This is an optimization exercise on Yosys and OpenROAD, whose aim is small area, a short achievable clock period and few clock cycles per item, not a production implementation.
Function was checked by simulation only, so behaviour that the tests miss may differ from the original.

==> build 6: inputs <==
## biquad_eq
module biquad_eq (
    input  wire        clk,
    input  wire        rst,
    input  wire        cfg_we,
    input  wire [6:0]  cfg_addr,
    input  wire [35:0] cfg_data,
    input  wire        in_valid,
    output wire        in_ready,
    input  wire [35:0] in_data,
    output reg         out_valid,
    input  wire        out_ready,
    output reg  [35:0] out_data,
    output reg         out_sat
);
==> module biquad_eq, before the edit <==
module biquad_eq (
    input  wire        clk,
    input  wire        rst,
    input  wire        cfg_we,
    input  wire [6:0]  cfg_addr,
    input  wire [35:0] cfg_data,
    input  wire        in_valid,
    output wire        in_ready,
    input  wire [35:0] in_data,
    output reg         out_valid,
    input  wire        out_ready,
    output reg  [35:0] out_data,
    output reg         out_sat
);
    localparam NSEC = 8;
    localparam [35:0] UNITY = 36'h0_8000_0000;
    localparam [2:0] S_IDLE  = 3'd0,
                     S_MAC   = 3'd1,
                     S_STORE = 3'd2,
                     S_GAIN  = 3'd3,
                     S_GSTORE = 3'd4,
                     S_OUT   = 3'd5;
    reg signed [35:0] b0 [0:NSEC-1];
    reg signed [35:0] b1 [0:NSEC-1];
    reg signed [35:0] b2 [0:NSEC-1];
    reg signed [35:0] a1 [0:NSEC-1];
    reg signed [35:0] a2 [0:NSEC-1];
    reg signed [35:0] gain;
    reg        [2:0]  last_sec;      
    reg signed [35:0] x1 [0:NSEC-1];
    reg signed [35:0] x2 [0:NSEC-1];
    reg signed [35:0] y1 [0:NSEC-1];
    reg signed [35:0] y2 [0:NSEC-1];
    reg [2:0]  state;
    reg [2:0]  sec;
    reg [2:0]  tap;
    reg signed [35:0] v;             
    reg signed [79:0] acc;
    reg        sat;
    assign in_ready = (state == S_IDLE);
    reg signed [35:0] mul_c;
    reg signed [35:0] mul_x;
    always @(*) begin
        case (tap)
            3'd0:    begin mul_c = b0[sec]; mul_x = v;       end
            3'd1:    begin mul_c = b1[sec]; mul_x = x1[sec]; end
            3'd2:    begin mul_c = b2[sec]; mul_x = x2[sec]; end
            3'd3:    begin mul_c = a1[sec]; mul_x = y1[sec]; end
            default: begin mul_c = a2[sec]; mul_x = y2[sec]; end
        endcase
        if (state == S_GAIN) begin
            mul_c = gain;
            mul_x = v;
        end
    end
    wire signed [71:0] prod = mul_c * mul_x;
    wire signed [79:0] prod_ext = {{8{prod[71]}}, prod};
    wire subtract = (state == S_MAC) && (tap >= 3'd3);
    /*verilator lint_off UNUSEDSIGNAL*/
    wire signed [79:0] rounded = acc + 80'sd1073741824;
    /*verilator lint_on UNUSEDSIGNAL*/
    wire signed [48:0] shifted = rounded[79:31];
    wire               too_big   = (shifted > 49'sh0_0007_FFFF_FFFF);
    wire               too_small = (shifted < -49'sh0_0008_0000_0000);
    wire signed [35:0] stored = too_big   ? 36'sh7_FFFF_FFFF :
                                too_small ? 36'sh8_0000_0000 :
                                            shifted[35:0];
    wire               store_sat = too_big | too_small;
    integer i;
    always @(posedge clk) begin
        if (rst) begin
            for (i = 0; i < NSEC; i = i + 1) begin
                b0[i] <= UNITY;
                b1[i] <= 36'd0;
                b2[i] <= 36'd0;
                a1[i] <= 36'd0;
                a2[i] <= 36'd0;
                x1[i] <= 36'd0;
                x2[i] <= 36'd0;
                y1[i] <= 36'd0;
                y2[i] <= 36'd0;
            end
            gain      <= UNITY;
            last_sec  <= 3'd0;
            state     <= S_IDLE;
            sec       <= 3'd0;
            tap       <= 3'd0;
            v         <= 36'd0;
            acc       <= 80'd0;
            sat       <= 1'b0;
            out_valid <= 1'b0;
            out_data  <= 36'd0;
            out_sat   <= 1'b0;
        end else begin
            if (cfg_we) begin
                if (!cfg_addr[6]) begin
                    case (cfg_addr[2:0])
                        3'd0: b0[cfg_addr[5:3]] <= cfg_data;
                        3'd1: b1[cfg_addr[5:3]] <= cfg_data;
                        3'd2: b2[cfg_addr[5:3]] <= cfg_data;
                        3'd3: a1[cfg_addr[5:3]] <= cfg_data;
                        3'd4: a2[cfg_addr[5:3]] <= cfg_data;
                        default: ;
                    endcase
                end else if (cfg_addr[5:0] == 6'd0) begin
                    gain <= cfg_data;
                end else if (cfg_addr[5:0] == 6'd1) begin
                    last_sec <= cfg_data[2:0];
                    for (i = 0; i < NSEC; i = i + 1) begin
                        x1[i] <= 36'd0;
                        x2[i] <= 36'd0;
                        y1[i] <= 36'd0;
                        y2[i] <= 36'd0;
                    end
                end
            end
            case (state)
                S_IDLE: begin
                    if (in_valid) begin
                        v     <= in_data;
                        sec   <= 3'd0;
                        tap   <= 3'd0;
                        acc   <= 80'd0;
                        sat   <= 1'b0;
                        state <= S_MAC;
                    end
                end
                S_MAC: begin
                    acc <= subtract ? acc - prod_ext : acc + prod_ext;
                    if (tap == 3'd4)
                        state <= S_STORE;
                    else
                        tap <= tap + 3'd1;
                end
                S_STORE: begin
                    x2[sec] <= x1[sec];
                    x1[sec] <= v;
                    y2[sec] <= y1[sec];
                    y1[sec] <= stored;
                    v   <= stored;
                    sat <= sat | store_sat;
                    acc <= 80'd0;
                    tap <= 3'd0;
                    if (sec == last_sec) begin
                        state <= S_GAIN;
                    end else begin
                        sec   <= sec + 3'd1;
                        state <= S_MAC;
                    end
                end
                S_GAIN: begin
                    acc   <= prod_ext;
                    state <= S_GSTORE;
                end
                S_GSTORE: begin
                    out_data  <= stored;
                    out_sat   <= sat | store_sat;
                    out_valid <= 1'b1;
                    state     <= S_OUT;
                end
                default: begin  
                    if (out_ready) begin
                        out_valid <= 1'b0;
                        state     <= S_IDLE;
                    end
                end
            endcase
        end
    end
endmodule
Settings: LEC_CHECK=0, CAP_MARGIN=20, CORE_MARGIN=2, CORE_UTILIZATION=40, SLEW_MARGIN=20; clock period 16.0 ns.
run.sh (not shown) runs the stock make flow with config.mk's settings and CLKGATE_MAP_FILE= SYNTH_SCRIPT=/design/flow/synth_recipe.tcl, a recipe that flattens the netlist after the stock synthesis.
==> trial 57 (differences from build 6) <==
--- a/flow/design.v
+++ b/flow/design.v
@@ -16,8 +16,8 @@
     localparam [35:0] UNITY = 36'h0_8000_0000;
-    localparam [2:0] S_IDLE  = 3'd0,
-                     S_MAC   = 3'd1,
-                     S_STORE = 3'd2,
-                     S_GAIN  = 3'd3,
+    localparam [2:0] S_IDLE   = 3'd0,
+                     S_MAC    = 3'd1,
+                     S_STORE  = 3'd2,
+                     S_GAIN   = 3'd3,
                      S_GSTORE = 3'd4,
-                     S_OUT   = 3'd5;
+                     S_OUT    = 3'd5;
     reg signed [35:0] b0 [0:NSEC-1];
@@ -29,9 +29,9 @@
     reg        [2:0]  last_sec;      
-    reg signed [35:0] x1 [0:NSEC-1];
-    reg signed [35:0] x2 [0:NSEC-1];
     reg signed [35:0] y1 [0:NSEC-1];
     reg signed [35:0] y2 [0:NSEC-1];
+    reg signed [35:0] hx1;           
+    reg signed [35:0] hx2;
     reg [2:0]  state;
     reg [2:0]  sec;
-    reg [2:0]  tap;
+    reg [2:0]  tap;                  
     reg signed [35:0] v;             
@@ -39,3 +39,7 @@
     reg        sat;
-    assign in_ready = (state == S_IDLE);
+    wire take_in = (state == S_IDLE) | ((state == S_OUT) & out_ready);
+    assign in_ready = take_in;
+    wire [2:0] psec = sec - 3'd1;
+    wire signed [35:0] sx1 = (sec == 3'd0) ? hx1 : y1[psec];
+    wire signed [35:0] sx2 = (sec == 3'd0) ? hx2 : y2[psec];
     reg signed [35:0] mul_c;
@@ -44,7 +48,7 @@
         case (tap)
-            3'd0:    begin mul_c = b0[sec]; mul_x = v;       end
-            3'd1:    begin mul_c = b1[sec]; mul_x = x1[sec]; end
-            3'd2:    begin mul_c = b2[sec]; mul_x = x2[sec]; end
-            3'd3:    begin mul_c = a1[sec]; mul_x = y1[sec]; end
-            default: begin mul_c = a2[sec]; mul_x = y2[sec]; end
+            3'd0:    begin mul_c = b1[sec]; mul_x = sx1;     end
+            3'd1:    begin mul_c = b2[sec]; mul_x = sx2;     end
+            3'd2:    begin mul_c = a1[sec]; mul_x = y1[sec]; end
+            3'd3:    begin mul_c = a2[sec]; mul_x = y2[sec]; end
+            default: begin mul_c = b0[sec]; mul_x = v;       end
         endcase
@@ -57,3 +61,3 @@
     wire signed [79:0] prod_ext = {{8{prod[71]}}, prod};
-    wire subtract = (state == S_MAC) && (tap >= 3'd3);
+    wire subtract = (tap == 3'd2) || (tap == 3'd3);
     /*verilator lint_off UNUSEDSIGNAL*/
@@ -77,4 +81,2 @@
                 a2[i] <= 36'd0;
-                x1[i] <= 36'd0;
-                x2[i] <= 36'd0;
                 y1[i] <= 36'd0;
@@ -82,2 +84,4 @@
             end
+            hx1       <= 36'd0;
+            hx2       <= 36'd0;
             gain      <= UNITY;
@@ -109,4 +113,2 @@
                     for (i = 0; i < NSEC; i = i + 1) begin
-                        x1[i] <= 36'd0;
-                        x2[i] <= 36'd0;
                         y1[i] <= 36'd0;
@@ -114,41 +116,57 @@
                     end
+                    hx1 <= 36'd0;
+                    hx2 <= 36'd0;
                 end
             end
+            if (take_in && in_valid) begin
+                v     <= in_data;
+                sec   <= 3'd0;
+                tap   <= 3'd0;
+                sat   <= 1'b0;
+                state <= S_MAC;
+            end else if (state == S_OUT && out_ready) begin
+                state <= S_IDLE;
+            end
+            if (state == S_OUT && out_ready)
+                out_valid <= 1'b0;
             case (state)
-                S_IDLE: begin
-                    if (in_valid) begin
-                        v     <= in_data;
-                        sec   <= 3'd0;
-                        tap   <= 3'd0;
-                        acc   <= 80'd0;
-                        sat   <= 1'b0;
-                        state <= S_MAC;
+                S_MAC: begin
+                    if (tap == 3'd0) begin
+                        acc <= prod_ext;
+                        if (sec != 3'd0) begin
+                            v   <= stored;
+                            sat <= sat | store_sat;
+                        end
+                    end else begin
+                        acc <= subtract ? acc - prod_ext : acc + prod_ext;
+                    end
+                    if (tap == 3'd1) begin
+                        if (sec == 3'd0) begin
+                            hx2 <= hx1;
+                            hx1 <= v;
+                        end else begin
+                            y2[psec] <= y1[psec];
+                            y1[psec] <= v;
+                        end
+                    end
+                    if (tap == 3'd4) begin
+                        tap <= 3'd0;
+                        if (sec == last_sec)
+                            state <= S_STORE;
+                        else
+                            sec <= sec + 3'd1;
+                    end else begin
+                        tap <= tap + 3'd1;
                     end
                 end
-                S_MAC: begin
-                    acc <= subtract ? acc - prod_ext : acc + prod_ext;
-                    if (tap == 3'd4)
-                        state <= S_STORE;
-                    else
-                        tap <= tap + 3'd1;
-                end
                 S_STORE: begin
-                    x2[sec] <= x1[sec];
-                    x1[sec] <= v;
-                    y2[sec] <= y1[sec];
-                    y1[sec] <= stored;
-                    v   <= stored;
-                    sat <= sat | store_sat;
-                    acc <= 80'd0;
-                    tap <= 3'd0;
-                    if (sec == last_sec) begin
-                        state <= S_GAIN;
-                    end else begin
-                        sec   <= sec + 3'd1;
-                        state <= S_MAC;
-                    end
+                    v     <= stored;
+                    sat   <= sat | store_sat;
+                    state <= S_GAIN;
                 end
                 S_GAIN: begin
-                    acc   <= prod_ext;
-                    state <= S_GSTORE;
+                    y2[sec] <= y1[sec];
+                    y1[sec] <= v;
+                    acc     <= prod_ext;
+                    state   <= S_GSTORE;
                 end
@@ -160,8 +178,3 @@
                 end
-                default: begin  
-                    if (out_ready) begin
-                        out_valid <= 1'b0;
-                        state     <= S_IDLE;
-                    end
-                end
+                default: ;
             endcase
==> qor summary <==
Largest fanout of any net on the critical path: trial 57 87; build 6 28
CP bufs+invs: trial 57 10; build 6 11
Required time of the critical path: trial 57 16.73 ns; build 6 16.75 ns
Finished Cell Area: trial 57 179000 sq um; build 6 197000 sq um
Per-cell via count in the routed design: trial 57 5.70; build 6 5.66
Number of clock sinks seen by CTS: trial 57 2291; build 6 2798
Worst-Margin Slew: trial 57 1.21 ns; build 6 1.26 ns
Initial core utilization: trial 57 0.402; build 6 0.401
Overall via count from detail_route: trial 57 112000; build 6 118000
Share of synthesized cell area in and, or, nand and nor gates: trial 57 0.170; build 6 0.149
Outcome: trial 57 complete, no violations; build 6 complete, no violations
CP max stage delay: trial 57 0.83 ns; build 6 0.70 ns
Final worst-path cycle share: trial 57 0.959; build 6 0.966
Register area: trial 57 66100 sq um; build 6 82000 sq um
Fill cell count: trial 57 36600; build 6 39900
Commonest non-fill, non-tap cell in the layout: trial 57 nand2_1; build 6 edfxtp_1
Height of the chip: trial 57 638 um; build 6 669 um
Source-to-sink clock delay at the later pin of the worst-skew pair: trial 57 0.95 ns; build 6 0.96 ns
Testbench counts of build 6, summed over its fixed seeds: cycles 182,784, items 6,144.
Testbench counts of trial 57, summed over its fixed seeds: cycles 156,464, items 6,144.

==> port drivers added, routing unchanged <==
In the flow no input, the clock included, has a driving cell. The finished layouts below were timed again as built, in two steps.
Step 1 (the two cells are an assumption about what drives the block):
set clk [get_ports {clk}]
set_driving_cell -lib_cell sky130_fd_sc_hd__clkbuf_16 $clk
set_driving_cell -lib_cell sky130_fd_sc_hd__buf_2 [delete_from_list [all_inputs] $clk]
Step 2 also shifts input and output timing later by t, the mid clock arrival at the registers, as if the neighbouring blocks saw the same clock.
Three values: ideal, step 1, step 2; two values: the first two.
| run | shift t [ns] | slack for setup (ns) | clock arrival spread, ns |
|---|---|---|---|
| build 6 | 1.019 | 0.543 / 0.543 / 0.543 | 0.111 / 0.111 |
| trial 57 | 1.020 | 0.663 / 0.663 / 0.663 | 0.084 / 0.084 |
After both steps setup and hold are still met in every run listed.
